Context: an optimization exercise on an open-source flow, tuned for small area. The choices shown serve that exercise and are no tape-out recipe.
In this exercise RTL edits were held to simulation tests only and were not proved equivalent to the original.
No activity file was given, so power comes from the tool's default toggle rates.

[flow/design.v]
module pwm_chan (
    input  wire        clk,
    input  wire        rst,
    input  wire        cfg_we,
    input  wire        per_we,
    input  wire        cmp_we,
    input  wire [15:0] wd0,        
    input  wire [15:0] wdp,        
    input  wire        en,         
    input  wire        en_start,   
    input  wire        hold,       
    output reg  [8:0]  cfg_buf,    
    output reg  [15:0] per_buf,
    output reg  [15:0] cmp_buf,
    output reg  [15:0] cmp_act,
    output wire        pol_act,
    output wire        ref_o,      
    output wire        upd_o       
);
    localparam [15:0] PER_RST = 16'd19999;
    reg        align_act;
    reg        umode_act;
    reg        pol_r;
    reg [3:0]  psc_eff;
    reg [15:0] per_eff;
    reg [11:0] psc_cnt;
    reg [15:0] cnt;
    reg        down;
    assign pol_act = pol_r;
    wire        per_small = (per_buf[15:1] == 15'd0);
    wire        per_full  = (&per_buf) && !cfg_buf[0];
    wire [15:0] per_ld    = {per_buf[15:2], per_buf[1] | per_small, per_buf[0] & !per_small & !per_full};
    wire        psc_big   = cfg_buf[8] & cfg_buf[7] & (cfg_buf[6] | cfg_buf[5]);    
    wire [3:0]  psc_ld    = psc_big ? 4'd12 : cfg_buf[8:5];
    reg [11:0] psc_hi;    
    reg [11:0] psc_inc;
    reg        pc;
    integer i;
    always @(*) begin
        pc = 1'b1;
        for (i = 0; i < 12; i = i + 1) begin
            psc_hi[i]  = (psc_eff <= i);
            psc_inc[i] = psc_cnt[i] ^ pc;
            pc = pc & psc_cnt[i];
        end
    end
    wire tick = en && (&(psc_cnt | psc_hi));
    wire        cdn = align_act && down;
    reg  [15:0] cnt_step;
    reg         cs;
    integer b;
    always @(*) begin
        cs = 1'b1;
        for (b = 0; b < 16; b = b + 1) begin
            cnt_step[b] = cnt[b] ^ cs;
            cs = cs & (cnt[b] ^ cdn);
        end
    end
    wire [16:0] dpx = {1'b0, per_eff} - {1'b0, cnt};
    wire [15:0] dp  = dpx[15:0];
    wire        dc  = !dpx[16];
    wire dp_neg  = !dc;                        
    wire dp_le1  = dp_neg || (dp[15:1] == 15'd0);
    wire top_e   = dp_le1 && (dp_neg || !dp[0]);    
    wire top_c   = dp_le1 && !cs;                   
    wire mid_e  = ((per_eff[0] ? cnt : cnt_step) == {1'b0, per_eff[15:1]});    
    wire low_c  = (cnt[15:1] == 15'd0);
    wire wrap   = align_act ? (down && low_c) : top_e;
    wire mid    = align_act ? (!down && top_c) : (!top_e && mid_e);
    wire [15:0] cnt_nx  = wrap ? 16'd0 : cnt_step;
    wire        down_nx = align_act && (down ? !low_c : top_c);
    wire ref_e = (cnt < cmp_act);
    wire ref_c = dp_neg || ({cmp_act, !down} > {dp, 1'b0});    
    assign ref_o = en && (align_act ? ref_c : ref_e);
    wire upd = en_start || (tick && (wrap || (umode_act && mid)));
    assign upd_o = upd;
    always @(posedge clk) begin
        if (rst) begin
            align_act <= 1'b0;
            umode_act <= 1'b0;
            pol_r     <= 1'b0;
            psc_eff   <= 4'd0;
            per_eff   <= PER_RST;
            cmp_act   <= 16'd0;
        end else begin
            if (upd && !hold) begin
                align_act <= cfg_buf[0];
                umode_act <= cfg_buf[1];
                pol_r     <= cfg_buf[2];
                psc_eff   <= psc_ld;
                per_eff   <= per_ld;
                cmp_act   <= cmp_buf;
            end
        end
        if (cfg_we) cfg_buf <= {wd0[8:5], 2'b00, wd0[2:0]};
        if (per_we) per_buf <= wdp;
        if (cmp_we) cmp_buf <= wd0;
        if (en_start || !en) begin
            psc_cnt <= 12'd0;
            cnt     <= 16'd0;
            down    <= 1'b0;
        end else if (tick) begin
            psc_cnt <= 12'd0;
            cnt     <= cnt_nx;
            down    <= down_nx;
        end else begin
            psc_cnt <= psc_inc;
        end
    end
endmodule
module pwm_top (
    input  wire        clk,
    input  wire        rst,
    input  wire        wr_en,
    input  wire [8:0]  addr,
    input  wire [31:0] wdata,
    output reg  [31:0] rdata,
    input  wire [5:0]  trip,
    output reg  [11:0] pwm
);
    localparam [9:0]  DEAD_RST = 10'd200;
    localparam [15:0] PER_RST  = 16'd19999;
    function [9:0] inc10;                 
        input [9:0] a;
        integer i;
        reg c;
        begin
            c = 1'b1;
            for (i = 0; i < 10; i = i + 1) begin
                inc10[i] = a[i] ^ c;
                c = c & a[i];
            end
        end
    endfunction
    reg  [11:0] out_en;
    reg         upd_hold;
    reg  [5:0]  trip_q;
    wire glob_we = wr_en && (addr[8:2] == 7'h10);           
    wire [16:0] wd0 = wdata[16:0] & {17{!rst}};
    wire [15:0] wdp = rst ? PER_RST : wdata[15:0];
    wire [9:0]  wdd = rst ? DEAD_RST : wdata[9:0];
    wire [11:0] en_start = glob_we ? (wdata[11:0] & ~out_en) : 12'd0;
    wire [8:0]  cfg_buf [0:11];
    wire [15:0] per_buf [0:11];
    wire [15:0] cmp_buf [0:11];
    wire [15:0] cmp_act [0:11];
    wire [11:0] pol_act;
    wire [11:0] ref_w;
    wire [11:0] upd_w;
    genvar n;
    generate
        for (n = 0; n < 12; n = n + 1) begin : ch
            wire sel = wr_en && addr[8] && (addr[7:4] == n[3:0]);
            wire [1:0] a = addr[3:2];
            pwm_chan u_chan (
                .clk      (clk),
                .rst      (rst),
                .cfg_we   ((sel && a == 2'd0) || rst),
                .per_we   ((sel && a == 2'd1) || rst),
                .cmp_we   ((sel && a == 2'd2) || rst),
                .wd0      (wd0[15:0]),
                .wdp      (wdp),
                .en       (out_en[n]),
                .en_start (en_start[n]),
                .hold     (upd_hold),
                .cfg_buf  (cfg_buf[n]),
                .per_buf  (per_buf[n]),
                .cmp_buf  (cmp_buf[n]),
                .cmp_act  (cmp_act[n]),
                .pol_act  (pol_act[n]),
                .ref_o    (ref_w[n]),
                .upd_o    (upd_w[n])
            );
        end
    endgenerate
    reg  [9:0] dead_buf [0:5];
    reg  [9:0] dead_act [0:5];
    reg  [5:0] pair_buf;
    reg  [5:0] pair_act;
    reg  [9:0] run      [0:5];    
    reg  [5:0] run_lvl;           
    reg  [11:0] act;
    reg [5:0] dead_ok, dead_zero;
    integer k;
    always @(*) begin
        for (k = 0; k < 6; k = k + 1) begin
            dead_ok[k]   = (run[k] >= dead_act[k]);
            dead_zero[k] = (dead_act[k] == 10'd0);
        end
        for (k = 0; k < 6; k = k + 1) begin
            if (pair_act[k]) begin
                act[2*k]   =  ref_w[2*k] && (run_lvl[k]  ? dead_ok[k] : dead_zero[k]);
                act[2*k+1] = !ref_w[2*k] && (!run_lvl[k] ? dead_ok[k] : dead_zero[k]);
            end else begin
                act[2*k]   = ref_w[2*k];
                act[2*k+1] = ref_w[2*k+1];
            end
        end
    end
    reg [11:0] pwm_nx;
    integer m;
    always @(*) begin
        for (m = 0; m < 12; m = m + 1) begin
            if (trip[m/2] || !out_en[m])
                pwm_nx[m] = pol_act[m];
            else
                pwm_nx[m] = act[m] ^ pol_act[m];
        end
    end
    integer j;
    always @(posedge clk) begin
        if (glob_we || rst) begin
            out_en   <= wd0[11:0];
            upd_hold <= wd0[16];
        end
        for (j = 0; j < 6; j = j + 1)
            if ((wr_en && addr[8:5] == 4'h4 && addr[4:2] == j[2:0]) || rst) begin    
                dead_buf[j] <= wdd;
                pair_buf[j] <= wd0[16];
            end
        if (rst) begin
            trip_q   <= 6'd0;
            pair_act <= 6'd0;
            run_lvl  <= 6'd0;
            pwm      <= 12'd0;
            for (j = 0; j < 6; j = j + 1) begin
                dead_act[j] <= DEAD_RST;
                run[j]      <= 10'd0;
            end
        end else begin
            trip_q <= trip;
            pwm    <= pwm_nx;
            for (j = 0; j < 6; j = j + 1) begin
                if (upd_w[2*j] && !upd_hold) begin
                    dead_act[j] <= dead_buf[j];
                    pair_act[j] <= pair_buf[j];
                end
                run_lvl[j] <= ref_w[2*j];
                if (ref_w[2*j] != run_lvl[j]) run[j] <= 10'd1;
                else if (run[j] != 10'h3FF)   run[j] <= inc10(run[j]);
            end
        end
    end
    reg [8:0]  cfg_s;
    reg [15:0] per_s, cmp_s, act_s;
    reg [1:0]  lvl_s;
    reg [9:0]  dead_s;
    reg        pair_s;
    reg [31:0] rd_nx;
    integer r;
    always @(*) begin
        cfg_s  = 9'd0;
        per_s  = 16'd0;
        cmp_s  = 16'd0;
        act_s  = 16'd0;
        lvl_s  = 2'd0;
        dead_s = 10'd0;
        pair_s = 1'b0;
        for (r = 0; r < 12; r = r + 1)
            if (addr[7:4] == r[3:0]) begin
                cfg_s = cfg_s | cfg_buf[r];
                per_s = per_s | per_buf[r];
                cmp_s = cmp_s | cmp_buf[r];
                act_s = act_s | cmp_act[r];
                lvl_s = lvl_s | {trip_q[r/2], pwm[r]};
            end
        for (r = 0; r < 6; r = r + 1)
            if (addr[4:2] == r[2:0]) begin
                dead_s = dead_s | dead_buf[r];
                pair_s = pair_s | pair_buf[r];
            end
        rd_nx = 32'd0;
        if (addr[8]) begin
            case (addr[3:2])
                2'd0: rd_nx = {23'd0, cfg_s};
                2'd1: rd_nx = {16'd0, per_s};
                2'd2: rd_nx = {16'd0, cmp_s};
                2'd3: rd_nx = {act_s, 14'd0, lvl_s};
            endcase
        end else if (addr[7:2] == 6'h10)
            rd_nx = {15'd0, upd_hold, 4'd0, out_en};
        else if (addr[7:5] == 3'h4)
            rd_nx = {15'd0, pair_s, 6'd0, dead_s};
    end
    always @(posedge clk) begin
        if (rst) rdata <= 32'd0;
        else     rdata <= rd_nx;
    end
endmodule
[flow/flow/run.sh]
#!/bin/bash
# Standard ORFS layout, with one change to synthesis: an area-oriented ABC script
# (flow/abc.script) and ripple-carry arithmetic instead of the Kogge-Stone adder map
# and full/half-adder cell extraction. Every later step is the standard flow.
set -euo pipefail
here=$(pwd)
rm -rf "$here/scripts_own"
cp -r "$FLOW_HOME/scripts" "$here/scripts_own"
cp "$here/flow/abc.script" "$here/scripts_own/abc_speed.script"
export SCRIPTS_DIR="$here/scripts_own"
bash standard.sh ADDER_MAP_FILE= SYNTH_OPERATIONS_ARGS=-noshare finish > "$here/make_finish.log" 2>&1
[flow/flow/abc.script]
strash
&get -n
&fraig -x
&put
scorr
dc2
strash
&get -n
&dch -f
&nf -D 4000
&put
[flow/standard.sh]
#!/bin/bash
# synth_recipe.tcl (not shown) runs the flow's synth.tcl, then flattens the netlist and writes it again
# the make line also repeats each setting of config.mk as NAME=value (left out here)
make -C /OpenROAD-flow-scripts/flow DESIGN_CONFIG=/design/flow/config.mk WORK_HOME=/design/flow/orfs CLKGATE_MAP_FILE= SYNTH_SCRIPT=/design/flow/synth_recipe.tcl "${@:-finish}"
[flow/config.mk]
export PLATFORM = sky130hd
export DESIGN_NAME = pwm_top
export DESIGN_NICKNAME = pwm_top
export VERILOG_FILES = /design/flow/design.v
export SDC_FILE = /design/flow/constraint.sdc
export NUM_CORES = 4
export LEC_CHECK = 0
export CAP_MARGIN = 20
export CORE_MARGIN = 2
export CORE_UTILIZATION = 40
export PLACE_DENSITY = 0.6
export SLEW_MARGIN = 20
[flow/constraint.sdc]
create_clock -name core_clock -period 6.0 [get_ports {clk}]
set_input_delay 1.2000 -clock core_clock [delete_from_list [all_inputs] [get_ports {clk}]]
set_output_delay 1.2000 -clock core_clock [all_outputs]
set_load 0.01 [all_outputs]
==> summary.txt, run 1 <==
# TYPE chip_impl_metric gauge
chip_impl_metric{name="num_io_pins",unit=""} 94
chip_impl_metric{name="r2r_setup_slack",unit="ps"} 270
chip_impl_metric{name="setup_clock_skew_after_layout",unit="ps"} 59.7
chip_impl_info{name="min_from",value="ch[8].u_chan.pol_r"} 1
chip_impl_metric{name="synth_area_per_cell",unit="sq um"} 9.36
chip_impl_metric{name="design_area",unit="sq um"} 91900
chip_impl_metric{name="timing.slew.headroom",unit=""} 0.184
chip_impl_info{name="hold_end",value="pwm[8]"} 1
chip_impl_metric{name="setup-violations-final",unit=""} 0
chip_impl_metric{name="final.min_clock_period",unit="ps"} 5730
chip_impl_metric{name="synthesis.nets",unit=""} 8427
chip_impl_metric{name="clk_transition_reported_paths",unit="ps"} 60
chip_impl_metric{name="viasPerCell",unit=""} 6.14
chip_impl_metric{name="globalRouteOverflowTotal",unit=""} 0
chip_impl_metric{name="hold_path_depth",unit=""} 1
chip_impl_metric{name="final_worst_path_period_share",unit=""} 0.955
chip_impl_metric{name="drtAntennaViolNets",unit=""} 0
chip_impl_info{name="endpoint_kind_of_the_worst_setup_timing_path",value="flip-flop"} 1
chip_impl_metric{name="peakVddDrop",unit="mV"} 0.276
chip_impl_metric{name="combPwrFrac",unit=""} 0.088
chip_impl_metric{name="drive_above_1_share",unit=""} 0.0742
chip_impl_metric{name="synth_fa_ha_area_frac",unit=""} 0.0193
chip_impl_info{name="critical_path.reg2reg.endpoint",value="ch[6].u_chan.per_eff[1]"} 1
chip_impl_metric{name="chipWidth",unit="um"} 447
chip_impl_metric{name="postSynthRegisterBits",unit=""} 1545
chip_impl_metric{name="syn2layout_area_growth",unit="%"} 17.2
chip_impl_metric{name="power.net_switching",unit="W"} 0.00705
chip_impl_metric{name="pwr-share-clk",unit=""} 0.443
chip_impl_info{name="cts-root-buf",value="clkbuf_16"} 1
chip_impl_metric{name="place_inst",unit=""} 11356
chip_impl_metric{name="clk_latency",unit="ps"} 870
chip_impl_metric{name="leakage_power",unit="nW"} 31.4
chip_impl_metric{name="cell_internal_pwr",unit="W"} 0.0188
chip_impl_metric{name="dr.pass1.iters",unit=""} 10
chip_impl_metric{name="cts_buffers",unit=""} 172
chip_impl_metric{name="dp.final_hpwl",unit="mm"} 262
chip_impl_metric{name="final_hold_viol_count",unit=""} 0
chip_impl_metric{name="cts_hold_buf",unit=""} 0
chip_impl_metric{name="cts_max_level",unit=""} 4
chip_impl_metric{name="synthCells",unit=""} 8377
chip_impl_metric{name="die-area",unit="sq um"} 200000
chip_impl_info{name="postSynth.topFlopCell",value="dfxtp_1"} 1
chip_impl_metric{name="proportion_of_synthesized_chip_area_in_sequential_cells",unit=""} 0.464
chip_impl_metric{name="initial_antenna_violation_count",unit=""} 36
chip_impl_info{name="status",value="complete, no violations"} 1
chip_impl_info{name="synth_top_family_by_area",value="compound AO/OA/AOI/OAI gates"} 1
chip_impl_info{name="most-common-layout-cells",value="989 x dfxtp_1, 842 x nor2_1, 773 x nand2_1, 587 x o21ai_0, 547 x edfxtp_1"} 1
chip_impl_metric{name="initial_core_util",unit=""} 0.402
chip_impl_info{name="synth_top_area_cell",value="dfxtp_1"} 1
chip_impl_metric{name="routedWlPerCell",unit="um"} 29.3
chip_impl_metric{name="gp_congestion",unit=""} 1.07
chip_impl_metric{name="critical_path_required",unit="ps"} 6780
chip_impl_metric{name="max_freq",unit="MHz"} 174
chip_impl_metric{name="vias_in_the_first_global_route",unit=""} 66103
chip_impl_info{name="min_path_type",value="flip-flop to flip-flop"} 1
chip_impl_metric{name="clk_path_buf_depth",unit=""} 3
chip_impl_metric{name="asyncSetResetFlopFracSynth",unit=""} 0
chip_impl_info{name="path_class",value="flip-flop to flip-flop"} 1
chip_impl_metric{name="switching_share",unit=""} 0.273
chip_impl_metric{name="drt_iter0_drc",unit=""} 9119
chip_impl_metric{name="floorplan.core_area",unit="sq um"} 195000
chip_impl_metric{name="post_layout_nonfiller_instances",unit=""} 11708
chip_impl_metric{name="yosysTopAreaCellShare",unit=""} 0.255
chip_impl_metric{name="dpl_cell_area",unit="sq um"} 85400
chip_impl_metric{name="netlist-cell-type-count",unit=""} 72
chip_impl_metric{name="yosys_warnings",unit=""} 8
chip_impl_metric{name="crit_arrival",unit="ps"} 6510
chip_impl_metric{name="grt_first_pass_wirelength",unit="mm"} 483
chip_impl_metric{name="die_y_extent",unit="um"} 447
chip_impl_metric{name="totalWireLength",unit="mm"} 343
chip_impl_metric{name="synth_enable_flop_cells",unit=""} 547
chip_impl_metric{name="muxShareOfSynthArea",unit=""} 0.0436
chip_impl_metric{name="finalNetCount",unit=""} 8971
chip_impl_metric{name="register_share_of_total_power",unit=""} 0.469
chip_impl_metric{name="core.rowCount",unit=""} 162
chip_impl_metric{name="critical_path_peak_fanout",unit=""} 44
chip_impl_info{name="timing.critical_path.from_type",value="flip-flop"} 1
chip_impl_metric{name="grt_start_max_net_pins",unit=""} 116
chip_impl_metric{name="max_slew.worst_pin.slew",unit="ps"} 1220
chip_impl_metric{name="max-cap-violations",unit=""} 0
chip_impl_metric{name="synth-compound-area-share",unit=""} 0.186
chip_impl_metric{name="drv_slew",unit=""} 0
chip_impl_metric{name="post-route-drc-count",unit=""} 0
chip_impl_metric{name="synth-xor-area-share",unit=""} 0.0902
chip_impl_metric{name="p_per_area",unit="nW/um^2"} 281
chip_impl_metric{name="reg2regPathDepth",unit=""} 20
chip_impl_metric{name="synth_simple_gate_area_share",unit=""} 0.176
chip_impl_info{name="mostFrequentLayoutCell",value="dfxtp_1"} 1
chip_impl_info{name="cts_tree",value="built"} 1
chip_impl_info{name="synthTopCellsByArea",value="dfxtp_1 25%, edfxtp_1 21%, xnor2_1 5.7%"} 1
chip_impl_metric{name="grt_util_all_layers",unit=""} 0.335
chip_impl_metric{name="tritoncts_num_sinks",unit=""} 1545
chip_impl_metric{name="mappedNetlistArea",unit="sq um"} 78400
chip_impl_info{name="worst_reg2reg_path_startpoint",value="ch[6].u_chan.per_eff[0]"} 1
chip_impl_metric{name="count_of_input_and_output_buffers",unit=""} 76
chip_impl_metric{name="vias",unit=""} 71926
==> worst max-delay path by stage <==
stage | startpoint | endpoint | slack [ps] | cells after the start
after global placement | ch[7].u_chan.cnt[0] | ch[7].u_chan.cmp_act[13] | -120 | 21
after detailed placement | ch[7].u_chan.cnt[0] | ch[7].u_chan.cmp_act[0] | -200 | 21
after CTS | ch[7].u_chan.cnt[0] | ch[7].u_chan.psc_eff[1] | 40 | 21
final | ch[6].u_chan.per_eff[0] | ch[6].u_chan.per_eff[1] | 270 | 20
after global routing | ch[5].u_chan.per_eff[1] | ch[5].u_chan.per_eff[2] | -80 | 21
after floorplan | ch[1].u_chan.per_eff[0] | ch[1].u_chan.per_eff[0] | 8 | 19
==> cell type report <==
type,count,area (sq um)
Clock inverter,108,1440
Sequential cell,1545,36400
Clock buffer,215,4640
Multi-Input combinational cell,6402,41000
Timing Repair Buffer,368,3440
Inverter,432,1630
Antenna cell,14,35.0
Tap cell,2624,3280
Fill cell,18473,103000
==> Yosys cell counts, drive strengths merged, types with 154 or more instances <==
cell    number
a21oi      520
clkinv     432
dfxtp      998
edfxtp     547
mux2i      340
nand2      774
nand2b     154
nand3      158
nor2       850
nor2b      170
o21ai      589
o22ai      155
xnor2      507
xor2       267
==> state kept, by name, indices dropped and copies added, names as in the netlist, 12 cells and up <==
name	cells
ch.u_chan.cmp_act	192
ch.u_chan.cmp_buf	192
ch.u_chan.umode_act	12
dead_buf	60
ch.u_chan.pol_r	12
rdata	32
dead_act	60
pwm	12
ch.u_chan.psc_cnt	144
ch.u_chan.per_eff	192
run	60
out_en	12
ch.u_chan.cnt	192
ch.u_chan.per_buf	192
ch.u_chan.psc_eff	48
ch.u_chan.down	12
ch.u_chan.align_act	12
ch.u_chan.cfg_buf	84
==> critical path, stage by stage (launching register included) <==
cell      delay (ps)
dfxtp_4          550
nor2b_1          130
maj3_1           410
maj3_1           410
maj3_2           370
o221ai_2         250
a311oi_2         170
o311ai_2         390
a311oi_2         200
o311ai_2         360
a31oi_1          190
maj3_1           420
a41o_1           240
o21a_1           120
o22ai_1          110
nand3_1           90
a21o_1           220
a21oi_4          180
buf_12           300
o21ai_0          270
o211ai_1         160
==> per-layer routing <==
metal,wire length (um),global-route usage,vias to the layer above
li1,-,-,32439
met1,139000,0.436,35106
met2,148000,0.509,3591
met3,34400,0.0812,772
met4,21900,0.186,18
met5,117,0,-
==> stage by stage <==
stage	total power (W)	worst slack (ps)	hold slack, ps	utilization	TNS (ps)
2_1_floorplan	0.0131	7.56	420	-	0
3_3_place_gp	0.0144	-115	434	0.438	-1610
3_5_place_dp	0.0145	-203	445	0.438	-4120
4_1_cts	0.0258	38.2	455	0.470	0
5_1_grt	0.0264	-76.5	486	0.472	-346
6_report	0.0258	268	451	0.472	0
==> kinds of logic (layout without fill, tap and decap cells) <==
kind of cell	count (synthesis)	after routing
adders and majority gates	151	151
buffers and inverters	432	1123
other	0	14
DFF	1545	1545
AOI/OAI and AO/OA	2233	2235
and+or+nand+nor	2888	2888
muxes	341	341
xor gates and xnor gates	787	787
==> power by group through the flow <==
stage	logic, W	clock network, W	registers [W]
2_1_floorplan	0.00118	0	0.0119
3_3_place_gp	0.00217	0	0.0123
3_5_place_dp	0.00219	0	0.0123
4_1_cts	0.00220	0.0115	0.0121
5_1_grt	0.00240	0.0119	0.0121
6_report	0.00226	0.0114	0.0121
==> what timing repair did <==
item / 4_1_cts / 5_1_grt
pin swaps: 2 / 21
buffers inserted: 2 / 8
cloned: 1 / 2
endpoints found under the setup margin: 30 / 396
gates resized for setup: 2 / 45
==> inputs of run 2 (changes only) <==
--- a/flow/flow/run.sh
+++ b/flow/flow/run.sh
@@ -1,6 +1,6 @@
 #!/bin/bash
-# Standard ORFS layout, with one change to synthesis: an area-oriented ABC script
-# (flow/abc.script) and ripple-carry arithmetic instead of the Kogge-Stone adder map
+# Standard ORFS layout, with one change to synthesis: a delay-constrained, area-recovering
+# ABC script (flow/abc.script) and Brent-Kung arithmetic instead of the Kogge-Stone adder map
 # and full/half-adder cell extraction. Every later step is the standard flow.
 set -euo pipefail
 here=$(pwd)
--- a/flow/config.mk
+++ b/flow/config.mk
@@ -7,6 +7,9 @@
 export LEC_CHECK = 0
 export CAP_MARGIN = 20
 export CORE_MARGIN = 2
-export CORE_UTILIZATION = 40
-export PLACE_DENSITY = 0.6
+export CORE_UTILIZATION = 55
+export CTS_CLUSTER_DIAMETER = 150
+export CTS_CLUSTER_SIZE = 20
+export PLACE_DENSITY = 0.7
+export SETUP_SLACK_MARGIN = 0.3
 export SLEW_MARGIN = 20
==> summary.txt, run 2 <==
# TYPE chip_impl_metric gauge
chip_impl_info{name="mostFrequentLayoutCell",value="dfxtp_1"} 1
chip_impl_metric{name="sequential_cell_area",unit="sq um"} 36400
chip_impl_metric{name="routedWlPerCell",unit="um"} 30.3
chip_impl_metric{name="drv_slew",unit=""} 0
chip_impl_metric{name="num_io_pins",unit=""} 94
chip_impl_info{name="unrepaired_setup_endpoints_after_global_routing",value="true"} 1
chip_impl_metric{name="leakage_power",unit="nW"} 29.7
chip_impl_metric{name="max_freq",unit="MHz"} 180
chip_impl_metric{name="yosys_warnings",unit=""} 8
chip_impl_metric{name="proportion_of_synthesized_chip_area_in_sequential_cells",unit=""} 0.464
chip_impl_metric{name="viasPerCell",unit=""} 6.73
chip_impl_metric{name="mappedNetlistArea",unit="sq um"} 78400
chip_impl_info{name="synth_top_family_by_area",value="compound AO/OA/AOI/OAI gates"} 1
chip_impl_metric{name="floorplan.core_area",unit="sq um"} 142000
chip_impl_metric{name="totalWireLength",unit="mm"} 327
chip_impl_metric{name="chipWidth",unit="um"} 382
chip_impl_metric{name="p_per_area",unit="nW/um^2"} 238
chip_impl_metric{name="tritoncts_num_sinks",unit=""} 1545
chip_impl_metric{name="synth_simple_gate_area_share",unit=""} 0.176
chip_impl_metric{name="clk_path_buf_depth",unit=""} 3
chip_impl_metric{name="setup_clock_skew_after_layout",unit="ps"} 57.0
chip_impl_metric{name="cts_max_level",unit=""} 3
chip_impl_metric{name="cts_hold_buf",unit=""} 0
chip_impl_metric{name="postSynthRegisterBits",unit=""} 1545
chip_impl_metric{name="gp_congestion",unit=""} 1.09
chip_impl_metric{name="core.rowCount",unit=""} 138
chip_impl_metric{name="final_hold_viol_count",unit=""} 0
chip_impl_info{name="endpoint_kind_of_the_worst_setup_timing_path",value="flip-flop"} 1
chip_impl_metric{name="critical_path_required",unit="ps"} 6610
chip_impl_info{name="status",value="complete, no violations"} 1
chip_impl_metric{name="muxShareOfSynthArea",unit=""} 0.0436
chip_impl_info{name="synth_top_area_cell",value="dfxtp_1"} 1
chip_impl_metric{name="count_of_input_and_output_buffers",unit=""} 76
chip_impl_metric{name="die-area",unit="sq um"} 146000
chip_impl_metric{name="tns",unit="ps"} 0
chip_impl_metric{name="synthCells",unit=""} 8377
chip_impl_info{name="most-common-layout-cells",value="986 x dfxtp_1, 842 x nor2_1, 773 x nand2_1, 582 x o21ai_0, 547 x edfxtp_1"} 1
chip_impl_metric{name="synthesis.nets",unit=""} 8427
chip_impl_metric{name="dp.final_hpwl",unit="mm"} 246
chip_impl_metric{name="drtAntennaViolNets",unit=""} 0
chip_impl_metric{name="max_slew.worst_pin.slew",unit="ps"} 1340
chip_impl_metric{name="final.min_clock_period",unit="ps"} 5560
chip_impl_info{name="cts_tree",value="built"} 1
chip_impl_metric{name="initial_core_util",unit=""} 0.554
chip_impl_metric{name="clk_latency",unit="ps"} 780
chip_impl_metric{name="max-cap-violations",unit=""} 0
chip_impl_metric{name="multi_input_area",unit="sq um"} 41200
chip_impl_metric{name="yosysTopAreaCellShare",unit=""} 0.255
chip_impl_metric{name="synth-xor-area-share",unit=""} 0.0902
chip_impl_metric{name="crit_arrival",unit="ps"} 6170
chip_impl_metric{name="hold_path_depth",unit=""} 2
chip_impl_metric{name="cts_buffers",unit=""} 87
chip_impl_metric{name="drive_above_1_share",unit=""} 0.0590
chip_impl_info{name="synthTopCellsByArea",value="dfxtp_1 25%, edfxtp_1 21%, xnor2_1 5.7%"} 1
chip_impl_metric{name="post-route-drc-count",unit=""} 0
chip_impl_metric{name="grt_start_max_net_pins",unit=""} 129
chip_impl_info{name="synth_common_cells",value="998 x dfxtp_1, 850 x nor2_1, 774 x nand2_1, 589 x o21ai_0, 547 x edfxtp_1"} 1
chip_impl_metric{name="clk_transition_reported_paths",unit="ps"} 90
chip_impl_metric{name="grt_util_all_layers",unit=""} 0.431
chip_impl_info{name="postSynth.topFlopCell",value="dfxtp_1"} 1
chip_impl_metric{name="synth_fa_ha_area_frac",unit=""} 0.0193
chip_impl_metric{name="final_worst_path_period_share",unit=""} 0.926
chip_impl_metric{name="vias",unit=""} 72645
chip_impl_metric{name="syn2layout_area_growth",unit="%"} 11.8
chip_impl_metric{name="globalRouteOverflowTotal",unit=""} 0
chip_impl_metric{name="peakVddDrop",unit="mV"} 0.258
chip_impl_metric{name="die_y_extent",unit="um"} 382
chip_impl_info{name="path_class",value="flip-flop to flip-flop"} 1
chip_impl_metric{name="finalNetCount",unit=""} 8868
chip_impl_info{name="cts-root-buf",value="clkbuf_16"} 1
chip_impl_metric{name="initial_antenna_violation_count",unit=""} 41
chip_impl_metric{name="synth_area_per_cell",unit="sq um"} 9.36
chip_impl_metric{name="timing.slew.headroom",unit=""} 0.104
chip_impl_metric{name="grt_first_pass_wirelength",unit="mm"} 459
chip_impl_metric{name="synth_enable_flop_cells",unit=""} 547
chip_impl_metric{name="critical_path_peak_fanout",unit=""} 4
chip_impl_metric{name="fillers",unit=""} 12026
chip_impl_metric{name="drt_iter0_drc",unit=""} 11434
chip_impl_metric{name="asyncSetResetFlopFracSynth",unit=""} 0
chip_impl_metric{name="fin_util",unit=""} 0.619
chip_impl_metric{name="synth-compound-area-share",unit=""} 0.186
chip_impl_metric{name="setup-violations-final",unit=""} 0
chip_impl_info{name="timing.critical_path.from_type",value="flip-flop"} 1
chip_impl_info{name="min_path_type",value="flip-flop to flip-flop"} 1
chip_impl_metric{name="vias_in_the_first_global_route",unit=""} 65023
chip_impl_metric{name="dr.pass1.iters",unit=""} 13
chip_impl_metric{name="netlist-cell-type-count",unit=""} 72
chip_impl_metric{name="reg2regPathDepth",unit=""} 21
chip_impl_info{name="post-synth-top-count-cell",value="dfxtp_1"} 1
-- run 2: logic make-up after synthesis --
family,count (synthesis)
mux,341
fa+ha+maj,151
flops,1545
buf+inv,432
compound gates,2233
xor+xnor,787
simple gates,2888
-- run 2: path summary, 6_finish.rpt --
kind | start | to | slack [ps]
worst max-delay path | ch[7].u_chan.cnt[0] | ch[7].u_chan.psc_eff[0] | 440
worst min-delay path | ch[9].u_chan.umode_act | ch[9].u_chan.umode_act | 470
worst max register to register | ch[7].u_chan.cnt[0] | ch[7].u_chan.psc_eff[0] | 440
worst min register to register | ch[9].u_chan.umode_act | ch[9].u_chan.umode_act | 470
-- run 2: stage by stage --
stage	power (W)	cell area (sq um)	hold slack (ps)	setup WS, ps	std cells
2_1_floorplan	0.0131	78800	420	50.4	8377
3_3_place_gp	0.0143	84100	440	221	10566
3_5_place_dp	0.0144	84100	451	120	10567
4_1_cts	0.0207	86800	467	293	10730
5_1_grt	0.0213	87600	491	216	10772
6_report	0.0209	87700	472	442	10789
-- run 2: routing by layer --
metal,share of wire,track usage,up-vias
li1,-,-,32166
met1,0.38,0.568,35022
met2,0.42,0.641,4500
met3,0.13,0.118,931
met4,0.068,0.237,26
met5,0.00049,0,-
-- run 2: worst max-delay path: stages (launching register included) --
cell and delay, ps:
dfxtp_1 330, nor2b_1 150, maj3_2 340, maj3_2 340, maj3_2 340, maj3_2 350
maj3_2 350, o211ai_1 270, a311o_1 260, a311o_1 260, a311o_1 240, a31oi_2 150
xnor2_2 270, nor4b_4 70, buf_4 160, a2111oi_4 350, o211ai_1 160, a21boi_2 220
buf_4 160, o21bai_2 140, a21oi_1 420, a211oi_1 100
-- run 2: what timing repair did --
item                       in CTS  in global routing
setup endpoints to repair     117                576
pin swaps                       9                 37
cloned                          1                  8
resized for setup               8                 69
setup buffers                  10                 29
-- run 2: report_power, final --
part	internal (W)	total [W]	switching, W
logic	0.000728	0.00219	0.00146
registers	0.0113	0.0121	0.000795
clock network	0.00279	0.00659	0.00380
total	0.0148	0.0209	0.00605
-- run 2: layout make-up --
type                            instances  area share
Antenna cell                           18    0.000514
Clock buffer                          144      0.0273
Clock inverter                          8     0.00168
Inverter                              432      0.0186
Multi-Input combinational cell       6402       0.470
Sequential cell                      1545       0.416
Tap cell                             1890      0.0270
Timing Repair Buffer                  350      0.0394
==> inputs of run 3 (changes only) <==
--- a/flow/design.v
+++ b/flow/design.v
@@ -69,9 +69,9 @@
     wire mid    = align_act ? (!down && top_c) : (!top_e && mid_e);
     wire [15:0] cnt_nx  = wrap ? 16'd0 : cnt_step;
     wire        down_nx = align_act && (down ? !low_c : top_c);
-    wire ref_e = (cnt < cmp_act);
-    wire ref_c = dp_neg || ({cmp_act, !down} > {dp, 1'b0});    
-    assign ref_o = en && (align_act ? ref_c : ref_e);
+    wire [15:0] rop = align_act ? dp : cnt;
+    wire rcmp = ({cmp_act, align_act & !down} > {rop, 1'b0});
+    assign ref_o = en && ((align_act && dp_neg) || rcmp);
     wire upd = en_start || (tick && (wrap || (umode_act && mid)));
     assign upd_o = upd;
     always @(posedge clk) begin
--- a/flow/config.mk
+++ b/flow/config.mk
@@ -7,9 +7,9 @@
 export LEC_CHECK = 0
 export CAP_MARGIN = 20
 export CORE_MARGIN = 2
-export CORE_UTILIZATION = 55
+export CORE_UTILIZATION = 70
 export CTS_CLUSTER_DIAMETER = 150
 export CTS_CLUSTER_SIZE = 20
-export PLACE_DENSITY = 0.7
+export PLACE_DENSITY = 0.85
 export SETUP_SLACK_MARGIN = 0.3
 export SLEW_MARGIN = 20
==> summary.txt, run 3 <==
# TYPE chip_impl_metric gauge
chip_impl_info{name="status",value="complete, no violations"} 1
chip_impl_info{name="worst_reg2reg_path_startpoint",value="ch[7].u_chan.cnt[0]"} 1
chip_impl_metric{name="syn2layout_area_growth",unit="%"} 11.7
chip_impl_metric{name="count_of_input_and_output_buffers",unit=""} 76
chip_impl_metric{name="die-area",unit="sq um"} 114000
chip_impl_metric{name="tritoncts_num_sinks",unit=""} 1545
chip_impl_metric{name="reg2regPathDepth",unit=""} 21
chip_impl_metric{name="cts_buffers",unit=""} 87
chip_impl_metric{name="yosysTopAreaCellShare",unit=""} 0.256
chip_impl_metric{name="finalPower",unit="W"} 0.0218
chip_impl_metric{name="leakage_power",unit="nW"} 29.5
chip_impl_metric{name="initial_antenna_violation_count",unit=""} 33
chip_impl_metric{name="netlist-cell-type-count",unit=""} 75
chip_impl_metric{name="totalWireLength",unit="mm"} 300
chip_impl_info{name="synth_common_cells",value="998 x dfxtp_1, 855 x nor2_1, 823 x nand2_1, 707 x o21ai_0, 547 x edfxtp_1"} 1
chip_impl_info{name="cts-root-buf",value="clkbuf_16"} 1
chip_impl_metric{name="fillers",unit=""} 7362
chip_impl_metric{name="fin_util",unit=""} 0.788
chip_impl_metric{name="cts_hold_buf",unit=""} 0
chip_impl_metric{name="multi_input_area",unit="sq um"} 41400
chip_impl_info{name="postSynth.topFlopCell",value="dfxtp_1"} 1
chip_impl_metric{name="clk_latency",unit="ps"} 750
chip_impl_metric{name="pwr-share-clk",unit=""} 0.298
chip_impl_metric{name="final_worst_path_period_share",unit=""} 0.925
chip_impl_metric{name="power.net_switching",unit="W"} 0.00642
chip_impl_metric{name="vias",unit=""} 74264
chip_impl_metric{name="dp_slack",unit="ps"} 87.7
chip_impl_metric{name="proportion_of_synthesized_chip_area_in_sequential_cells",unit=""} 0.467
chip_impl_info{name="path_class",value="flip-flop to flip-flop"} 1
chip_impl_metric{name="combPwrFrac",unit=""} 0.142
chip_impl_info{name="timing.critical_path.from_type",value="flip-flop"} 1
chip_impl_metric{name="drt_iter0_drc",unit=""} 13396
chip_impl_metric{name="synth_area_per_cell",unit="sq um"} 9.37
chip_impl_metric{name="routedWlPerCell",unit="um"} 28.9
chip_impl_info{name="cp_cell_sequence",value="nor2b_1 -> maj3_1 -> maj3_1 -> maj3_1 -> maj3_1 -> maj3_2 -> o221ai_4 -> a311oi_4 -> o311ai_4 -> and2_0 -> xnor2_1 -> and4b_2 -> a41oi_2 -> and4_1 -> o21ai_1 -> a21boi_2 -> o21bai_4 -> buf_4 -> buf_12 -> mux2i_1 -> nor2_1"} 1
chip_impl_metric{name="floorplan.core_area",unit="sq um"} 111000
chip_impl_metric{name="dr.pass1.iters",unit=""} 15
chip_impl_metric{name="die_y_extent",unit="um"} 338
chip_impl_metric{name="grt_first_pass_wirelength",unit="mm"} 427
chip_impl_metric{name="crit_arrival",unit="ps"} 6150
chip_impl_info{name="cts_tree",value="built"} 1
chip_impl_info{name="hold_end",value="ch[4].u_chan.umode_act"} 1
chip_impl_metric{name="worstPathBufferInverterCount",unit=""} 2
chip_impl_info{name="min_path_type",value="flip-flop to flip-flop"} 1
chip_impl_info{name="post-synth-top-count-cell",value="dfxtp_1"} 1
chip_impl_metric{name="setup-violations-final",unit=""} 0
chip_impl_metric{name="critical_path_peak_fanout",unit=""} 7
chip_impl_info{name="endpoint_kind_of_the_worst_setup_timing_path",value="flip-flop"} 1
chip_impl_metric{name="grt_start_max_net_pins",unit=""} 143
chip_impl_metric{name="viasPerCell",unit=""} 7.17
chip_impl_metric{name="synthCells",unit=""} 8323
chip_impl_metric{name="fin_ws",unit="ps"} 448
chip_impl_metric{name="switching_share",unit=""} 0.295
chip_impl_metric{name="gp_congestion",unit=""} 1.16
chip_impl_metric{name="final.min_clock_period",unit="ps"} 5550
chip_impl_info{name="most-common-layout-cells",value="975 x dfxtp_1, 847 x nor2_1, 821 x nand2_1, 686 x o21ai_0, 547 x edfxtp_1"} 1
chip_impl_metric{name="num_io_pins",unit=""} 94
chip_impl_info{name="synthTopCellsByArea",value="dfxtp_1 26%, edfxtp_1 21%, mux2i_1 5.2%"} 1
chip_impl_metric{name="chipWidth",unit="um"} 338
chip_impl_metric{name="clk_path_buf_depth",unit=""} 3
chip_impl_metric{name="asyncSetResetFlopFracSynth",unit=""} 0
chip_impl_metric{name="peakVddDrop",unit="mV"} 0.318
chip_impl_info{name="cpMostUsedCell",value="maj3_1"} 1
chip_impl_metric{name="dp.final_hpwl",unit="mm"} 215
chip_impl_metric{name="post-route-drc-count",unit=""} 0
chip_impl_metric{name="timing.slew.headroom",unit=""} 0.0357
chip_impl_metric{name="p_per_area",unit="nW/um^2"} 250
chip_impl_info{name="unrepaired_setup_endpoints_after_global_routing",value="true"} 1
chip_impl_metric{name="critical_path_required",unit="ps"} 6600
chip_impl_metric{name="yosys_warnings",unit=""} 8
chip_impl_info{name="critical_path.reg2reg.endpoint",value="ch[7].u_chan.per_eff[13]"} 1
chip_impl_info{name="cpLargestDelayFamily",value="adder cells"} 1
chip_impl_metric{name="grt_util_all_layers",unit=""} 0.507
chip_impl_metric{name="drv_slew",unit=""} 0
chip_impl_metric{name="max-cap-violations",unit=""} 0
chip_impl_metric{name="setup_clock_skew_after_layout",unit="ps"} 32.9
chip_impl_metric{name="sequential_cell_area",unit="sq um"} 36500
chip_impl_metric{name="register_share_of_total_power",unit=""} 0.560
chip_impl_info{name="mostFrequentLayoutCell",value="dfxtp_1"} 1
chip_impl_metric{name="core.rowCount",unit=""} 122
chip_impl_metric{name="drive_above_1_share",unit=""} 0.0667
chip_impl_info{name="min_from",value="ch[4].u_chan.umode_act"} 1
chip_impl_metric{name="clk_transition_reported_paths",unit="ps"} 90
chip_impl_metric{name="cell_internal_pwr",unit="W"} 0.0153
chip_impl_metric{name="drtAntennaViolNets",unit=""} 0
chip_impl_metric{name="globalRouteOverflowTotal",unit=""} 0
chip_impl_metric{name="final_hold_viol_count",unit=""} 0
chip_impl_metric{name="synth_enable_flop_cells",unit=""} 547
chip_impl_metric{name="max_freq",unit="MHz"} 180
chip_impl_metric{name="synthesis.nets",unit=""} 8373
chip_impl_metric{name="cts_max_level",unit=""} 3
chip_impl_metric{name="vias_in_the_first_global_route",unit=""} 66347
chip_impl_metric{name="tns",unit="ps"} 0
chip_impl_metric{name="r2r_setup_slack",unit="ps"} 450
chip_impl_metric{name="mappedNetlistArea",unit="sq um"} 78000
chip_impl_metric{name="initial_core_util",unit=""} 0.706
chip_impl_metric{name="postSynthRegisterBits",unit=""} 1545
chip_impl_metric{name="finalNetCount",unit=""} 8834
chip_impl_metric{name="max_slew.worst_pin.slew",unit="ps"} 1450
chip_impl_info{name="synth_top_area_cell",value="dfxtp_1"} 1
chip_impl_metric{name="worst_path_largest_cell_delay",unit="ps"} 410
chip_impl_metric{name="hold_path_depth",unit=""} 2
chip_impl_info{name="crit_slowest_cell",value="maj3_1"} 1
run 3: changes by cell type after synthesis, moves of 20 or more:
cell      before  now
clkinv_1     432  316
a22oi_1      137  110
xnor2_1      507  449
xor2_1       267  311
maj3_1       151   77
nor3_1       149  174
nand2_1      774  823
o21ai_0      589  707
o22ai_1      155   42
mux2i_1      340  405
nand4_1      136  116
nand3_1      158  132
run 3: repair_timing:
action / in CTS / in global routing
resized for setup: 8 / 97
gates cloned: 0 / 7
pin swaps: 8 / 58
endpoints found under the setup margin: 242 / 592
buffers inserted: 10 / 44
run 3: worst max-delay path by stage:
stage                                        from                        to  slack, ps  cells after the start
after global routing          ch[9].u_chan.cnt[0]  ch[9].u_chan.cmp_act[13]        240                     21
after CTS                 ch[6].u_chan.per_eff[0]            dead_act[3][7]        300                     19
after global placement        ch[1].u_chan.cnt[0]  ch[1].u_chan.per_eff[13]        320                     20
after floorplan           ch[8].u_chan.per_eff[0]   ch[8].u_chan.per_eff[0]         60                     19
after detailed placement      ch[1].u_chan.cnt[0]   ch[1].u_chan.per_eff[3]         90                     20
final                         ch[7].u_chan.cnt[0]  ch[7].u_chan.per_eff[13]        450                     21
run 3: power by group through the flow:
stage          registers, W  logic [W]  clock network (W)
2_1_floorplan        0.0120    0.00179                  0
3_3_place_gp         0.0123    0.00280                  0
3_5_place_dp         0.0123    0.00288                  0
4_1_cts              0.0121    0.00290            0.00636
5_1_grt              0.0122    0.00325            0.00668
6_report             0.0122    0.00309            0.00647
run 3: routing by layer:
metal,routed length [um],track usage,share of wire
met5,483,0.0277,0.0016
met4,29000,0.381,0.097
met3,48700,0.234,0.16
met2,121000,0.713,0.40
met1,101000,0.603,0.34
run 3: cells by family (layout without fill, tap and decap cells):
| kind of cell | Yosys count | after routing | synth area share |
|---|---|---|---|
| multiplexers | 407 | 407 | 0.0523 |
| buffers and inverters | 316 | 839 | 0.0152 |
| XOR/XNOR | 760 | 760 | 0.0854 |
| adder cells (fa/ha/maj) | 77 | 77 | 0.00988 |
| AND/OR/NAND/NOR | 2927 | 2927 | 0.179 |
| AO/OA/AOI/OAI | 2291 | 2292 | 0.191 |
| other | 0 | 29 | 0 |
| flip-flops | 1545 | 1545 | 0.467 |
run 3: metrics by stage:
step                      cells  instance area, sq um  hold slack [ps]
after global routing      10342                 87100              482
after floorplan            8323                 78400              421
after global placement    10107                 83300              435
after CTS                 10269                 85900              449
final                     10364                 87100              453
after detailed placement  10107                 83300              437
run 3: layout make-up:
class / count / area share
clock inverter: 7 / 0.00113
inverter: 316 / 0.0137
clock buffer: 145 / 0.0277
multi-input combinational: 6463 / 0.475
timing repair buffer: 371 / 0.0415
antenna: 29 / 0.000833
sequential: 1545 / 0.418
tap: 1488 / 0.0214
run 3: tightest hold or removal path: stages, from the launching register on:
cell and delay, ps:
dfxtp_1 310, clkinv_1 50, a21oi_1 50
==> inputs of run 4 (changes only) <==
--- a/flow/design.v
+++ b/flow/design.v
@@ -1,6 +1,6 @@
 module pwm_chan (
     input  wire        clk,
-    input  wire        rst,
+    input  wire        rst_q,      
     input  wire        cfg_we,
     input  wire        per_we,
     input  wire        cmp_we,
@@ -56,41 +56,29 @@
             cs = cs & (cnt[b] ^ cdn);
         end
     end
-    wire [16:0] dpx = {1'b0, per_eff} - {1'b0, cnt};
-    wire [15:0] dp  = dpx[15:0];
-    wire        dc  = !dpx[16];
-    wire dp_neg  = !dc;                        
-    wire dp_le1  = dp_neg || (dp[15:1] == 15'd0);
-    wire top_e   = dp_le1 && (dp_neg || !dp[0]);    
-    wire top_c   = dp_le1 && !cs;                   
-    wire mid_e  = ((per_eff[0] ? cnt : cnt_step) == {1'b0, per_eff[15:1]});    
+    wire [16:0] dx     = {1'b0, per_eff} + {1'b1, ~cnt} + {16'd0, cdn};
+    wire        dx_neg = dx[16];
+    wire top_e  = dx_neg;                                    
+    wire top_c  = (dx_neg || (dx[15:0] == 16'd0)) && !cs;    
+    wire mid_e  = (dx[15:0] == {1'b0, per_eff[15:1]});      
     wire low_c  = (cnt[15:1] == 15'd0);
     wire wrap   = align_act ? (down && low_c) : top_e;
     wire mid    = align_act ? (!down && top_c) : (!top_e && mid_e);
     wire [15:0] cnt_nx  = wrap ? 16'd0 : cnt_step;
     wire        down_nx = align_act && (down ? !low_c : top_c);
-    wire [15:0] rop = align_act ? dp : cnt;
-    wire rcmp = ({cmp_act, align_act & !down} > {rop, 1'b0});
-    assign ref_o = en && ((align_act && dp_neg) || rcmp);
+    wire [15:0] rop = align_act ? dx[15:0] : cnt;
+    wire rcmp = (cmp_act > rop);
+    assign ref_o = en && ((align_act && dx_neg) || rcmp);
     wire upd = en_start || (tick && (wrap || (umode_act && mid)));
     assign upd_o = upd;
     always @(posedge clk) begin
-        if (rst) begin
-            align_act <= 1'b0;
-            umode_act <= 1'b0;
-            pol_r     <= 1'b0;
-            psc_eff   <= 4'd0;
-            per_eff   <= PER_RST;
-            cmp_act   <= 16'd0;
-        end else begin
-            if (upd && !hold) begin
-                align_act <= cfg_buf[0];
-                umode_act <= cfg_buf[1];
-                pol_r     <= cfg_buf[2];
-                psc_eff   <= psc_ld;
-                per_eff   <= per_ld;
-                cmp_act   <= cmp_buf;
-            end
+        if ((upd && !hold) || rst_q) begin
+            align_act <= cfg_buf[0];
+            umode_act <= cfg_buf[1];
+            pol_r     <= cfg_buf[2];
+            psc_eff   <= psc_ld;
+            per_eff   <= per_ld;
+            cmp_act   <= cmp_buf;
         end
         if (cfg_we) cfg_buf <= {wd0[8:5], 2'b00, wd0[2:0]};
         if (per_we) per_buf <= wdp;
@@ -135,6 +123,7 @@
     reg  [11:0] out_en;
     reg         upd_hold;
     reg  [5:0]  trip_q;
+    reg         rst_q;
     wire glob_we = wr_en && (addr[8:2] == 7'h10);           
     wire [16:0] wd0 = wdata[16:0] & {17{!rst}};
     wire [15:0] wdp = rst ? PER_RST : wdata[15:0];
@@ -154,7 +143,7 @@
             wire [1:0] a = addr[3:2];
             pwm_chan u_chan (
                 .clk      (clk),
-                .rst      (rst),
+                .rst_q    (rst_q),
                 .cfg_we   ((sel && a == 2'd0) || rst),
                 .per_we   ((sel && a == 2'd1) || rst),
                 .cmp_we   ((sel && a == 2'd2) || rst),
@@ -218,27 +207,17 @@
                 dead_buf[j] <= wdd;
                 pair_buf[j] <= wd0[16];
             end
-        if (rst) begin
-            trip_q   <= 6'd0;
-            pair_act <= 6'd0;
-            run_lvl  <= 6'd0;
-            pwm      <= 12'd0;
-            for (j = 0; j < 6; j = j + 1) begin
-                dead_act[j] <= DEAD_RST;
-                run[j]      <= 10'd0;
-            end
-        end else begin
-            trip_q <= trip;
-            pwm    <= pwm_nx;
-            for (j = 0; j < 6; j = j + 1) begin
-                if (upd_w[2*j] && !upd_hold) begin
-                    dead_act[j] <= dead_buf[j];
-                    pair_act[j] <= pair_buf[j];
-                end
-                run_lvl[j] <= ref_w[2*j];
-                if (ref_w[2*j] != run_lvl[j]) run[j] <= 10'd1;
-                else if (run[j] != 10'h3FF)   run[j] <= inc10(run[j]);
-            end
+        rst_q  <= rst;
+        trip_q <= trip;
+        pwm    <= pwm_nx & {12{!(rst || rst_q)}};
+        for (j = 0; j < 6; j = j + 1) begin
+            if ((upd_w[2*j] && !upd_hold) || rst_q) begin
+                dead_act[j] <= dead_buf[j];
+                pair_act[j] <= pair_buf[j];
+            end
+            run_lvl[j] <= ref_w[2*j];
+            if ((ref_w[2*j] != run_lvl[j]) || rst_q) run[j] <= 10'd1;
+            else if (run[j] != 10'h3FF)               run[j] <= inc10(run[j]);
         end
     end
     reg [8:0]  cfg_s;
@@ -275,7 +254,7 @@
                 2'd0: rd_nx = {23'd0, cfg_s};
                 2'd1: rd_nx = {16'd0, per_s};
                 2'd2: rd_nx = {16'd0, cmp_s};
-                2'd3: rd_nx = {act_s, 14'd0, lvl_s};
+                2'd3: rd_nx = {act_s & {16{!rst_q}}, 14'd0, lvl_s[1] & !rst_q, lvl_s[0]};
             endcase
         end else if (addr[7:2] == 6'h10)
             rd_nx = {15'd0, upd_hold, 4'd0, out_en};
--- a/flow/config.mk
+++ b/flow/config.mk
@@ -7,9 +7,9 @@
 export LEC_CHECK = 0
 export CAP_MARGIN = 20
 export CORE_MARGIN = 2
-export CORE_UTILIZATION = 70
+export CORE_UTILIZATION = 60
 export CTS_CLUSTER_DIAMETER = 150
 export CTS_CLUSTER_SIZE = 20
-export PLACE_DENSITY = 0.85
+export PLACE_DENSITY = 0.75
 export SETUP_SLACK_MARGIN = 0.3
 export SLEW_MARGIN = 20
==> summary.txt, run 4 <==
# TYPE chip_impl_metric gauge
chip_impl_metric{name="dp_slack",unit="ps"} -129
chip_impl_info{name="postSynth.topFlopCell",value="edfxtp_1"} 1
chip_impl_metric{name="synth-xor-area-share",unit=""} 0.0825
chip_impl_metric{name="synthCells",unit=""} 6834
chip_impl_info{name="post-synth-top-count-cell",value="edfxtp_1"} 1
chip_impl_info{name="cpMostUsedCell",value="maj3_2"} 1
chip_impl_metric{name="dpl_cell_area",unit="sq um"} 79600
chip_impl_metric{name="synth-compound-area-share",unit=""} 0.152
chip_impl_metric{name="totalWireLength",unit="mm"} 287
chip_impl_metric{name="grt_first_pass_wirelength",unit="mm"} 398
chip_impl_metric{name="met2_usage",unit=""} 0.637
chip_impl_metric{name="cts_buffers",unit=""} 87
chip_impl_metric{name="vias",unit=""} 62786
chip_impl_metric{name="fillers",unit=""} 9218
chip_impl_metric{name="clk_latency",unit="ps"} 780
chip_impl_metric{name="tritoncts_num_sinks",unit=""} 1546
chip_impl_metric{name="crit_arrival",unit="ps"} 6230
chip_impl_metric{name="critical_path_required",unit="ps"} 6470
chip_impl_metric{name="grtUsageMet1",unit=""} 0.557
chip_impl_metric{name="design_area",unit="sq um"} 84300
chip_impl_metric{name="die-area",unit="sq um"} 127000
chip_impl_metric{name="leakage_power",unit="nW"} 29.6
chip_impl_metric{name="initial_core_util",unit=""} 0.604
chip_impl_info{name="path_class",value="flip-flop to flip-flop"} 1
chip_impl_metric{name="netlist-cell-type-count",unit=""} 73
chip_impl_metric{name="worstPathBufferInverterCount",unit=""} 2
chip_impl_metric{name="floorplan.core_area",unit="sq um"} 123000
chip_impl_metric{name="worst_path_largest_cell_delay",unit="ps"} 460
chip_impl_metric{name="vias_in_the_first_global_route",unit=""} 56465
chip_impl_metric{name="drt_iter0_drc",unit=""} 10715
chip_impl_metric{name="globalRouteOverflowTotal",unit=""} 0
chip_impl_metric{name="max-cap-violations",unit=""} 0
chip_impl_metric{name="dr.pass1.iters",unit=""} 12
chip_impl_metric{name="fin_util",unit=""} 0.683
chip_impl_info{name="status",value="complete, no violations"} 1
chip_impl_metric{name="tns",unit="ps"} 0
chip_impl_info{name="synth_top_area_cell",value="edfxtp_1"} 1
chip_impl_metric{name="muxShareOfSynthArea",unit=""} 0.00711
chip_impl_metric{name="synth_simple_gate_area_share",unit=""} 0.173
chip_impl_metric{name="grt_util_all_layers",unit=""} 0.437
chip_impl_metric{name="asyncSetResetFlopFracSynth",unit=""} 0
chip_impl_metric{name="yosysTopAreaCellShare",unit=""} 0.435
chip_impl_metric{name="clk_path_buf_depth",unit=""} 3
chip_impl_metric{name="routedWlPerCell",unit="um"} 31.8
chip_impl_metric{name="synthesis.nets",unit=""} 6884
chip_impl_metric{name="sequential_cell_area",unit="sq um"} 41800
chip_impl_metric{name="syn2layout_area_growth",unit="%"} 13.0
chip_impl_metric{name="yosys_warnings",unit=""} 8
chip_impl_info{name="min_path_type",value="flip-flop to flip-flop"} 1
chip_impl_metric{name="fin_ws",unit="ps"} 237
chip_impl_metric{name="timing.slew.headroom",unit=""} 0.146
chip_impl_metric{name="dp.final_hpwl",unit="mm"} 212
chip_impl_metric{name="final.min_clock_period",unit="ps"} 5760
chip_impl_metric{name="mappedNetlistArea",unit="sq um"} 74600
chip_impl_metric{name="clk_transition_reported_paths",unit="ps"} 100
chip_impl_info{name="synth_common_cells",value="1081 x edfxtp_1, 598 x nor2_1, 490 x nand2_1, 465 x dfxtp_1, 461 x xnor2_1"} 1
chip_impl_metric{name="cts_hold_buf",unit=""} 0
chip_impl_info{name="mostFrequentLayoutCell",value="edfxtp_1"} 1
chip_impl_metric{name="drive_above_1_share",unit=""} 0.0887
chip_impl_info{name="timing.critical_path.from_type",value="flip-flop"} 1
chip_impl_info{name="cts_tree",value="built"} 1
chip_impl_metric{name="chipWidth",unit="um"} 357
chip_impl_metric{name="grt_start_max_net_pins",unit=""} 58
chip_impl_info{name="most-common-layout-cells",value="1081 x edfxtp_1, 587 x nor2_1, 489 x nand2_1, 461 x dfxtp_1, 430 x xnor2_1"} 1
chip_impl_metric{name="final_hold_viol_count",unit=""} 0
chip_impl_metric{name="initial_antenna_violation_count",unit=""} 37
chip_impl_metric{name="final_worst_path_period_share",unit=""} 0.961
chip_impl_metric{name="critical_path_peak_fanout",unit=""} 18
chip_impl_metric{name="count_of_input_and_output_buffers",unit=""} 76
chip_impl_metric{name="proportion_of_synthesized_chip_area_in_sequential_cells",unit=""} 0.560
chip_impl_metric{name="post-route-drc-count",unit=""} 0
chip_impl_metric{name="postSynthRegisterBits",unit=""} 1546
chip_impl_info{name="gr-max-usage-layer",value="met2"} 1
chip_impl_metric{name="finalNetCount",unit=""} 7337
chip_impl_metric{name="viasPerCell",unit=""} 6.97
chip_impl_metric{name="synth_area_per_cell",unit="sq um"} 10.9
chip_impl_info{name="synth_top_family_by_area",value="simple AND/OR/NAND/NOR gates"} 1
chip_impl_info{name="crit_slowest_cell",value="edfxtp_1"} 1
chip_impl_metric{name="finalPower",unit="W"} 0.0225
chip_impl_info{name="synthTopCellsByArea",value="edfxtp_1 44%, dfxtp_1 12%, xnor2_1 5.4%"} 1
chip_impl_metric{name="max_slew.worst_pin.slew",unit="ps"} 1280
chip_impl_metric{name="num_io_pins",unit=""} 94
chip_impl_metric{name="cts_max_level",unit=""} 3
chip_impl_info{name="cpLargestDelayFamily",value="compound AO/OA/AOI/OAI gates"} 1
chip_impl_metric{name="synth_enable_flop_cells",unit=""} 1081
chip_impl_info{name="endpoint_kind_of_the_worst_setup_timing_path",value="flip-flop"} 1
chip_impl_info{name="cts-root-buf",value="clkbuf_16"} 1
chip_impl_metric{name="setup-violations-final",unit=""} 0
chip_impl_metric{name="multi_input_area",unit="sq um"} 33200
chip_impl_metric{name="drv_slew",unit=""} 0
chip_impl_metric{name="p_per_area",unit="nW/um^2"} 267
chip_impl_metric{name="die_y_extent",unit="um"} 357
chip_impl_metric{name="setup_clock_skew_after_layout",unit="ps"} 57.4
chip_impl_metric{name="peakVddDrop",unit="mV"} 0.291
chip_impl_metric{name="synth_fa_ha_area_frac",unit=""} 0.0119
chip_impl_metric{name="drtAntennaViolNets",unit=""} 0
chip_impl_metric{name="core.rowCount",unit=""} 129
chip_impl_info{name="unrepaired_setup_endpoints_after_global_routing",value="true"} 1
chip_impl_metric{name="gr-usage-met3",unit=""} 0.164
chip_impl_metric{name="gp_congestion",unit=""} 1.11
chip_impl_info{name="cp_cell_sequence",value="xnor2_2 -> a21oi_4 -> maj3_2 -> maj3_2 -> maj3_2 -> maj3_2 -> maj3_2 -> o211ai_1 -> a311o_1 -> a311oi_2 -> o311ai_2 -> and3_1 -> nor2_2 -> or3_1 -> nor4_1 -> o21a_1 -> nand3b_1 -> a21oi_1 -> a211oi_2 -> o21bai_4 -> buf_4 -> buf_12"} 1
chip_impl_metric{name="max_freq",unit="MHz"} 174
[run 4: stage by stage]
| stage | hold slack (ps) | instances |
|---|---|---|
| finish | 450 | 9012 |
| detailed placement | 433 | 8717 |
| global placement | 429 | 8717 |
| floorplan | 414 | 6834 |
| global route | 459 | 9001 |
| CTS | 449 | 8915 |
[run 4: cells by family (layout without fill, tap and decap cells)]
logic type,count (synthesis),in the layout
flops,1546,1546
buf+inv,268,792
fa+ha+maj,89,89
xor+xnor,703,703
simple gates,2525,2527
other cells,0,15
compound gates,1651,1651
mux,52,52
[run 4: repair_timing]
action,CTS,global route
buffers inserted,30,59
setup endpoints to repair,392,592
gates cloned,6,18
gates resized for setup,63,110
pin swaps,41,91
[run 4: path summary, 6_finish.rpt]
check,from,depth (start not counted),endpoint,slack [ps]
worst min-delay path,ch[1].u_chan.cmp_buf[9],0,ch[1].u_chan.cmp_act[9],450
worst max-delay path,ch[3].u_chan.per_eff[0],22,ch[3].u_chan.cmp_act[14],240
worst max register to register,ch[3].u_chan.per_eff[0],22,ch[3].u_chan.cmp_act[14],240
worst min register to register,ch[1].u_chan.cmp_buf[9],0,ch[1].u_chan.cmp_act[9],450
[run 4: power by group]
| part | switching [W] | total (W) | internal, W |
|---|---|---|---|
| Sequential | 0.000985 | 0.0132 | 0.0122 |
| Clock | 0.00366 | 0.00647 | 0.00280 |
| Combinational | 0.00178 | 0.00286 | 0.00108 |
| Total | 0.00643 | 0.0225 | 0.0161 |
[run 4: layer usage]
| metal | share of wire | vias up |
|---|---|---|
| met5 | 0.00092 | - |
| met4 | 0.075 | 36 |
| met3 | 0.15 | 974 |
| met2 | 0.42 | 4439 |
| met1 | 0.35 | 30322 |
| li1 | - | 27015 |
[run 4: layout make-up]
cell class	count	area share
Antenna cell	15	0.000445
Clock inverter	8	0.00187
Tap cell	1637	0.0243
Clock buffer	154	0.0288
Multi-Input combinational cell	5022	0.393
Sequential cell	1546	0.495
Timing Repair Buffer	386	0.0452
Inverter	244	0.0109

==> what the ideal ports hide <==
Ports are ideal in the flow. The routed layouts listed here were re-timed in OpenROAD. Step 1, drivers: a clkbuf_16 drives clk and a buf_2 each remaining input, both assumed. Step 2 also shifts input and output timing later by t, the mid clock arrival at the registers, as if the neighbouring blocks saw the same clock. Slacks: ideal ports / drivers / drivers and shift; pairs: ideal ports / drivers.
| run | t, ns | setup slack, ns | worst hold slack (ns) | worst data-port slew with drivers (ns) |
|---|---|---|---|---|
| run 1 | 0.945 | 0.268 / 0.268 / 0.238 | 0.451 / 0.451 / 0.451 | 0.18 |
| run 2 | 0.840 | 0.442 / 0.442 / 0.438 | 0.472 / 0.472 / 0.472 | 0.10 |
| run 3 | 0.822 | 0.448 / 0.448 / 0.270 | 0.453 / 0.453 / 0.453 | 0.15 |
| run 4 | 0.829 | 0.237 / 0.237 / 0.163 | 0.450 / 0.450 / 0.450 | 0.09 |
After both steps every run listed still meets setup and hold. The setup slack of run 3, which loses most, moves by 0.000 ns with the drivers and by -0.178 ns with both steps.
